What follows belongs to an exercise in optimizing a design on an open flow for small area, a short achievable clock period and few clock cycles per item; a production flow would make more cautious choices.
RTL that was checked went through simulation tests only; none was proved equivalent to the original.

oak:
## ashlar_ctl
module ashlar_ctl (
    input  wire         clk,
    input  wire         rst,
    input  wire         in_valid,
    output wire         in_ready,
    input  wire [1:0]   in_op,         
    input  wire [159:0] in_word,
    input  wire [127:0] in_wdata,
    input  wire [15:0]  in_wmask,
    output wire         out_valid,
    output wire [1:0]   out_outcome,   
    output wire [3:0]   out_column,
    output wire [31:0]  out_synd,
    output wire [127:0] out_data,
    output wire [31:0]  out_check,
    input  wire         erase_en,
    input  wire         clr_counts,
    input  wire         clr_erase,
    output wire         erased,
    output wire [3:0]   erased_col,
    input  wire [3:0]   csr_sel,
    output reg  [31:0]  csr_rdata
);
    localparam [1:0] OP_ENCODE = 2'd1, OP_MERGE = 2'd2;
    localparam [1:0] OC_CLEAN = 2'd0, OC_CORRECTED = 2'd1, OC_UNCORR = 2'd2, OC_POISON = 2'd3;
    localparam [31:0] POISON_XOR = 32'h0303_0101;
    integer i;
    wire is_enc   = (in_op == OP_ENCODE);
    wire is_merge = (in_op == OP_MERGE);
    wire [31:0] synd_in;
    ashlar_syndrome u_synd (.word(in_word), .synd(synd_in));
    reg [15:0]  sel_in;    
    reg [127:0] merged;
    always @(*) begin
        for (i = 0; i < 16; i = i + 1) begin
            sel_in[i] = is_enc || (is_merge && in_wmask[i]);
            merged[8*i +: 8] = sel_in[i] ? in_wdata[8*i +: 8] : in_word[8*i +: 8];
        end
    end
    wire [9:0] hit0_in, hit1_in;
    ashlar_locate u_loc0 (.s0(synd_in[7:0]),   .s1(synd_in[15:8]),  .hit(hit0_in));
    ashlar_locate u_loc1 (.s0(synd_in[23:16]), .s1(synd_in[31:24]), .hit(hit1_in));
    reg         v2;
    reg [31:0]  synd;
    reg [127:0] mdata;
    reg [15:0]  keep;      
    reg [9:0]   pz0, pz1;
    reg         cz0, cz1, poison;
    always @(posedge clk) begin
        if (rst)
            v2 <= 1'b0;
        else
            v2 <= in_valid && in_ready;
        synd   <= is_enc ? 32'd0 : synd_in;
        mdata  <= merged;
  ...
For scale: ~4200 cells after synthesis, about 650 flip-flops, about 550 I/O pins, roughly 41000 sq um of cells after synthesis.
==> flow/config.mk <==
export PLATFORM = sky130hd
export DESIGN_NAME = ashlar_ctl
export DESIGN_NICKNAME = ashlar_ctl
export VERILOG_FILES = /design/flow/design.v
export SDC_FILE = /design/flow/constraint.sdc
export NUM_CORES = 4
export LEC_CHECK = 0
export CAP_MARGIN = 20
export CORE_MARGIN = 2
export CORE_UTILIZATION = 55
export CTS_BUF_LIST = sky130_fd_sc_hd__clkbuf_16
export CTS_CLUSTER_DIAMETER = 100
export CTS_CLUSTER_SIZE = 30
export SLEW_MARGIN = 20
==> flow/constraint.sdc <==
create_clock -name core_clock -period 14.0 [get_ports {clk}]
set_input_delay 2.8000 -clock core_clock [delete_from_list [all_inputs] [get_ports {clk}]]
set_output_delay 2.8000 -clock core_clock [all_outputs]
set_load 0.01 [all_outputs]
standard.sh (not shown) runs the stock make flow with config.mk's settings and CLKGATE_MAP_FILE= SYNTH_SCRIPT=/design/flow/synth_recipe.tcl, a recipe that flattens the netlist after the stock synthesis.
==> flow/flow/run.sh <==
#!/bin/bash
set -e
export SETUP_SLACK_MARGIN=6.5
export BUFFER_PORTS_ARGS="-buffer_cell sky130_fd_sc_hd__buf_1"
bash standard.sh > standard.log 2>&1
For pine, these inputs were changed with respect to oak:
--- a/flow/design.v
+++ b/flow/design.v
@@ -266,26 +266,29 @@
     reg  [31:0] tq;        
     wire ce_inc = v2 && corrected;
     wire ue_inc = v2 && uncorr;
     wire [31:0] ce_nx, ue_nx, tq_nx;
     wire        ce_ones, ue_ones, tq_ones;
     ashlar_inc32 u_ce (.x(ce_count), .en(ce_inc), .y(ce_nx), .all_ones(ce_ones));
     ashlar_inc32 u_ue (.x(ue_count), .en(ue_inc), .y(ue_nx), .all_ones(ue_ones));
     ashlar_inc32 u_tq (.x(tq), .en(ce_inc && ce_count[1:0] != 2'd2), .y(tq_nx), .all_ones(tq_ones));
     reg        nq;         
     reg        fv;         
     reg  [9:0] fa, fb;
     reg  [3:0] sidx;       
+    reg  een;
+    always @(posedge clk)
+        een <= erase_en;
     wire ce_hi = &ce_count[31:3];
-    wire slow  = !mark && (!nq || ce_hi);
+    wire slow  = een && !mark && (!nq || ce_hi);
     wire scan  = slow && !fv && !v2;
     assign in_ready = !slow || (fv && !v2);
     reg  [9:0]  pick;      
     reg  [31:0] cnt;
     always @(*) begin
         for (i = 0; i < 10; i = i + 1)
             pick[i] = scan ? (sidx == i) : coh[i];
         cnt = 32'd0;
         for (i = 0; i < 10; i = i + 1)
             cnt = cnt | (pick[i] ? col_ce[i] : 32'd0);
     end
     reg  [31:0] cnt_inc;
@@ -306,25 +309,25 @@
     wire c_ge64 = |cnt[31:6];
     wire c_ge63 = c_ge64 || (&cnt[5:0]);
     wire a_val = c_ge64 && (ce_ones || c_gt);
     wire b_val = c_ge63 && (ce_ones || c_gt || c_eq);
     reg  [9:0] qual;
     reg        mark_next;
     reg  [3:0] mark_col_next;
     always @(*) begin
         for (i = 0; i < 10; i = i + 1)
             qual[i] = fv ? (coh[i] ? fb[i] : fa[i]) : (coh[i] && b_val);
         mark_next     = mark;
         mark_col_next = mark_col;
-        if (ce_inc && erase_en && !mark) begin
+        if (ce_inc && een && !mark) begin
             for (i = 9; i >= 0; i = i - 1) begin
                 if (qual[i]) begin
                     mark_next     = 1'b1;
                     mark_col_next = i[3:0];
                 end
             end
         end
     end
     always @(posedge clk) begin
         if (rst || clr_counts) begin
             ce_count <= 32'd0;
             ue_count <= 32'd0;
### Flow results
Diff oak -> pine | met3 usage | decrease of 1.6 points. The sequential cell count of oak and that of pine are within noise of each other. Comparing pine and oak, share of the final layout cell area in multi-input gates is higher on oak. NOTE design area oak->pine decreased by a few percent. Taking oak as the reference, in pine cell area reported after detailed placement went down; number of instances in the synthesized netlist dropped 225; core utilization up 0.16 points. Comparing oak with pine, the worst setup slack came out essentially unchanged. Synthesized area | pine below oak.
Testbench counts of pine, summed over its fixed seeds: cycles 24,008, items 24,000.
For oak, only the layout was checked, not whether the RTL still works.

---

P:
Another version of the RTL of ashlar_ctl (not shown whole).
For scale: roughly 4100 cells after synthesis, roughly 650 flip-flops, roughly 550 I/O pins, about 0.042 mm² of cells after synthesis.
Design ashlar_ctl, start of the top module:
module ashlar_ctl (
    input  wire         clk,
    input  wire         rst,
    input  wire         in_valid,
    output wire         in_ready,
    input  wire [1:0]   in_op,         
    input  wire [159:0] in_word,
    input  wire [127:0] in_wdata,
    input  wire [15:0]  in_wmask,
    output wire         out_valid,
    output wire [1:0]   out_outcome,   
    output wire [3:0]   out_column,
    output wire [31:0]  out_synd,
    output wire [127:0] out_data,
    output wire [31:0]  out_check,
    input  wire         erase_en,
    input  wire         clr_counts,
    input  wire         clr_erase,
    output wire         erased,
    output wire [3:0]   erased_col,
    input  wire [3:0]   csr_sel,
    output reg  [31:0]  csr_rdata
);
Settings: LEC_CHECK=0, CAP_MARGIN=20, CORE_MARGIN=2, CORE_UTILIZATION=55, CTS_BUF_LIST=sky130_fd_sc_hd__clkbuf_16, CTS_CLUSTER_DIAMETER=80, CTS_CLUSTER_SIZE=20, SLEW_MARGIN=20; clock period 14.0 ns.
==> flow/flow/run.sh <==
#!/bin/bash
set -e
export SETUP_SLACK_MARGIN=7
export BUFFER_PORTS_ARGS="-buffer_cell sky130_fd_sc_hd__buf_1"
bash standard.sh > standard.log 2>&1
Testbench counts of P, summed over its fixed seeds: cycles 24,016, items 24,000.
Relative to P, the following input files were edited for Q:
diff --git a/flow/design.v b/flow/design.v
--- a/flow/design.v
+++ b/flow/design.v
@@ -190,61 +190,44 @@
     end
     wire [9:0] hit0_in, hit1_in;
     ashlar_locate u_loc0 (.s0(synd_in[7:0]),   .s1(synd_in[15:8]),  .hit(hit0_in));
     ashlar_locate u_loc1 (.s0(synd_in[23:16]), .s1(synd_in[31:24]), .hit(hit1_in));
     reg         v2;
     reg [31:0]  synd;
     reg [127:0] mdata;
     reg [15:0]  keep;      
     reg [9:0]   pz0, pz1;
     reg         cz0, cz1, poison;
-    reg         cd;        
-    wire        hold1 = v2 && !cd && !in_valid;
     always @(posedge clk) begin
-        if (rst) begin
+        if (rst)
             v2 <= 1'b0;
-            cd <= 1'b0;
-        end else if (hold1) begin
-            cd <= 1'b1;
-        end else begin
+        else
             v2 <= in_valid && in_ready;
-            cd <= 1'b0;
-        end
-        if (!hold1) begin
-            synd   <= is_enc ? 32'd0 : synd_in;
-            mdata  <= merged;
-            keep   <= ~sel_in;
-            pz0    <= (is_enc || synd_in[7:0] == 8'h00)   ? 10'd0 : hit0_in;
-            pz1    <= (is_enc || synd_in[23:16] == 8'h00) ? 10'd0 : hit1_in;
-            cz0    <= is_enc || synd_in[15:0] == 16'h0000;
-            cz1    <= is_enc || synd_in[31:16] == 16'h0000;
-            poison <= !is_enc && synd_in == 32'h0102_0102;
-        end
+        synd   <= is_enc ? 32'd0 : synd_in;
+        mdata  <= merged;
+        keep   <= ~sel_in;
+        pz0    <= (is_enc || synd_in[7:0] == 8'h00)   ? 10'd0 : hit0_in;
+        pz1    <= (is_enc || synd_in[23:16] == 8'h00) ? 10'd0 : hit1_in;
+        cz0    <= is_enc || synd_in[15:0] == 16'h0000;
+        cz1    <= is_enc || synd_in[31:16] == 16'h0000;
+        poison <= !is_enc && synd_in == 32'h0102_0102;
     end
     wire [31:0] menc;
     ashlar_encode u_enc (.data(mdata), .check(menc));
     wire [7:0] s00 = synd[7:0],   s10 = synd[15:8];
     wire [7:0] s01 = synd[23:16], s11 = synd[31:24];
     reg        mark;
     reg [3:0]  mark_col;
-    reg        mark_p;     
-    reg [3:0]  mark_col_p;
-    wire       mark_u     = cd ? mark_p : mark;
-    wire [3:0] mark_col_u = cd ? mark_col_p : mark_col;
-    always @(posedge clk) begin
-        mark_p     <= mark_u;
-        mark_col_p <= mark_col_u;
-    end
     reg [9:0] allow;
     always @(*) begin
         for (i = 0; i < 10; i = i + 1)
-            allow[i] = !mark_u || (mark_col_u == i);
+            allow[i] = !mark || (mark_col == i);
     end
     wire clean0 = cz0;
     wire clean1 = cz1;
     wire [9:0] p0 = pz0 & allow;      
     wire [9:0] p1 = pz1 & allow;
     wire is_poison  = poison;
     wire clean_both = clean0 && clean1;
     wire [9:0] coh = (p0 & p1) | (clean0 ? p1 : 10'd0) | (clean1 ? p0 : 10'd0);
     wire corrected = |coh;
     wire uncorr    = !is_poison && !clean_both && !corrected;
@@ -267,29 +250,29 @@
     ashlar_delta u_dl0 (.s0(s00), .s1(s10), .d8(d80), .d9(d90));
     ashlar_delta u_dl1 (.s0(s01), .s1(s11), .d8(d81), .d9(d91));
     wire fixk0 = |(fixb & 16'h5555);
     wire fixk1 = |(fixb & 16'hAAAA);
     assign out_outcome = is_poison ? OC_POISON : clean_both ? OC_CLEAN
                         : corrected ? OC_CORRECTED : OC_UNCORR;
     assign out_check   = menc
                         ^ {fixk1 ? d91 : 8'h00, fixk0 ? d90 : 8'h00,
                            fixk1 ? d81 : 8'h00, fixk0 ? d80 : 8'h00}
                         ^ (bad ? POISON_XOR : 32'd0);
-    assign out_valid   = v2 && (cd || in_valid);
+    assign out_valid   = v2;
     assign out_column  = column;
     assign out_synd    = synd;
     assign out_data    = result;
     reg  [31:0] ce_count, ue_count;
     reg  [31:0] col_ce [0:9];
     reg  [31:0] tq;        
-    wire ce_inc = v2 && !cd && corrected;
-    wire ue_inc = v2 && !cd && uncorr;
+    wire ce_inc = v2 && corrected;
+    wire ue_inc = v2 && uncorr;
     wire [31:0] ce_nx, ue_nx, tq_nx;
     wire        ce_ones, ue_ones, tq_ones;
     ashlar_inc32 u_ce (.x(ce_count), .en(ce_inc), .y(ce_nx), .all_ones(ce_ones));
     ashlar_inc32 u_ue (.x(ue_count), .en(ue_inc), .y(ue_nx), .all_ones(ue_ones));
     ashlar_inc32 u_tq (.x(tq), .en(ce_inc && ce_count[1:0] != 2'd2), .y(tq_nx), .all_ones(tq_ones));
     reg        nq;         
     reg        fv;         
     reg  [9:0] fa, fb;
     reg  [3:0] sidx;       
     reg  een;
- Per the final summary, Q finished and its layout is clean on timing, DRC and antenna.
- Q against P: all-layer global routing usage rose by 0.60 points, number of tap cells added at floorplan saw a decrease, count of multi-input gates decreased by about 2.7% relative to the old numbers, final period utilization stayed essentially flat.
- As of Q, wire length on met2 had fallen by a few percent compared to P.
- Q against P: simple-gate area share of the yosys netlist moved up; clock period minus worst slack moved up; row count moved down; via count moved down.
- Q vs P on buffering overhead: Q is the higher one.
- Q against P: antenna diode count fell 1, highest achievable clock rate about even.
Testbench counts of Q, summed over its fixed seeds: cycles 24,008, items 24,000.

---

## JK
ashlar_ctl with an RTL version that a note above also has.
Size in the first run: roughly 4200 cells after synthesis.
==> flow/config.mk <==
export PLATFORM = sky130hd
export DESIGN_NAME = ashlar_ctl
export DESIGN_NICKNAME = ashlar_ctl
export VERILOG_FILES = /design/flow/design.v
export SDC_FILE = /design/flow/constraint.sdc
export NUM_CORES = 4
export LEC_CHECK = 0
export CAP_MARGIN = 20
export CORE_MARGIN = 2
export CORE_UTILIZATION = 55
export CTS_BUF_LIST = sky130_fd_sc_hd__clkbuf_8
export SLEW_MARGIN = 20
==> flow/constraint.sdc <==
create_clock -name core_clock -period 14.0 [get_ports {clk}]
set_input_delay 2.8000 -clock core_clock [delete_from_list [all_inputs] [get_ports {clk}]]
set_output_delay 2.8000 -clock core_clock [all_outputs]
set_load 0.01 [all_outputs]
==> flow/flow/run.sh <==
#!/bin/bash
set -e
export SETUP_SLACK_MARGIN=6.5
export BUFFER_PORTS_ARGS="-buffer_cell sky130_fd_sc_hd__buf_1"
bash standard.sh > standard.log 2>&1
The following lists how MS was set up differently from JK:
--- a/flow/design.v
+++ b/flow/design.v
@@ -267,24 +267,27 @@
     wire ce_inc = v2 && corrected;
     wire ue_inc = v2 && uncorr;
     wire [31:0] ce_nx, ue_nx, tq_nx;
     wire        ce_ones, ue_ones, tq_ones;
     ashlar_inc32 u_ce (.x(ce_count), .en(ce_inc), .y(ce_nx), .all_ones(ce_ones));
     ashlar_inc32 u_ue (.x(ue_count), .en(ue_inc), .y(ue_nx), .all_ones(ue_ones));
     ashlar_inc32 u_tq (.x(tq), .en(ce_inc && ce_count[1:0] != 2'd2), .y(tq_nx), .all_ones(tq_ones));
     reg        nq;         
     reg        fv;         
     reg  [9:0] fa, fb;
     reg  [3:0] sidx;       
+    reg  een;
+    always @(posedge clk)
+        een <= erase_en;
     wire ce_hi = &ce_count[31:3];
-    wire slow  = !mark && (!nq || ce_hi);
+    wire slow  = een && !mark && (!nq || ce_hi);
     wire scan  = slow && !fv && !v2;
     assign in_ready = !slow || (fv && !v2);
     reg  [9:0]  pick;      
     reg  [31:0] cnt;
     always @(*) begin
         for (i = 0; i < 10; i = i + 1)
             pick[i] = scan ? (sidx == i) : coh[i];
         cnt = 32'd0;
         for (i = 0; i < 10; i = i + 1)
             cnt = cnt | (pick[i] ? col_ce[i] : 32'd0);
     end
@@ -307,23 +310,23 @@
     wire c_ge63 = c_ge64 || (&cnt[5:0]);
     wire a_val = c_ge64 && (ce_ones || c_gt);
     wire b_val = c_ge63 && (ce_ones || c_gt || c_eq);
     reg  [9:0] qual;
     reg        mark_next;
     reg  [3:0] mark_col_next;
     always @(*) begin
         for (i = 0; i < 10; i = i + 1)
             qual[i] = fv ? (coh[i] ? fb[i] : fa[i]) : (coh[i] && b_val);
         mark_next     = mark;
         mark_col_next = mark_col;
-        if (ce_inc && erase_en && !mark) begin
+        if (ce_inc && een && !mark) begin
             for (i = 9; i >= 0; i = i - 1) begin
                 if (qual[i]) begin
                     mark_next     = 1'b1;
                     mark_col_next = i[3:0];
                 end
             end
         end
     end
     always @(posedge clk) begin
         if (rst || clr_counts) begin
             ce_count <= 32'd0;
Results
- Post-detailed-placement half-perimeter wirelength was lower in MS than in JK.
- Register-to-register setup slack in MS is 60 ps lower than in JK
- Summary of the comparison: final area is lower in MS, relative to JK.
- Diff JK -> MS: fraction of area in registers up 0.84 points.
- Going from JK to MS, area growth from synthesis to layout up 1.5 points, clock buffer count up 4, global-route usage down 0.39 points, core utilization up 0.97 points.
- Between MS and JK, the register bit count reported by yosys figures differ only marginally.
- Of MS and JK, the run reporting the lower wire length of the first global-routing pass was MS.
- Comparing MS and JK, met2 layer wire length in the routed design is lower on MS.
Testbench counts of MS, summed over its fixed seeds: cycles 24,008, items 24,000.
Only the layout flow was run in JK; the RTL was not checked for function there.

[re-timing with driven ports]
How much do the figures lean on ideal ports? The routed layouts below were timed once more, with nothing changed but the port constraints. Step 1, drivers: a clkbuf_16 drives clk and a buf_2 each remaining input, both assumed. Step 2 moves the port delays by t, midway between the first and last clock arrival at a register: inputs arrive t later, outputs are due t later. That takes back most of the time a late clock gives input paths. Three values: no drivers, after step 1, after step 2; two values: the first two.
run | shift t [ns] | setup slack, ns | worst setup path after step 2 | worst register clock-pin slew, ns | worst data-port slew with drivers (ns)
oak | 0.674 | 6.486 / 6.458 / 6.458 | input to output | 0.12 / 0.12 | 0.11
pine | 0.726 | 6.485 / 6.460 / 6.460 | input to output | 0.12 / 0.12 | 0.08
P | 0.701 | 6.842 / 6.774 / 6.774 | input to output | 0.09 / 0.09 | 0.13
Q | 0.663 | 6.823 / 6.717 / 6.717 | input to output | 0.09 / 0.09 | 0.10
JK | 0.809 | 6.505 / 6.477 / 6.477 | input to output | 0.07 / 0.07 | 0.10
MS | 0.803 | 6.542 / 6.493 / 6.512 | input to output | 0.07 / 0.07 | 0.07
After both steps setup and hold are still met in every run listed. For Q, which loses most, drivers alone change the setup slack by -0.106 ns; drivers and shift together by -0.106 ns.
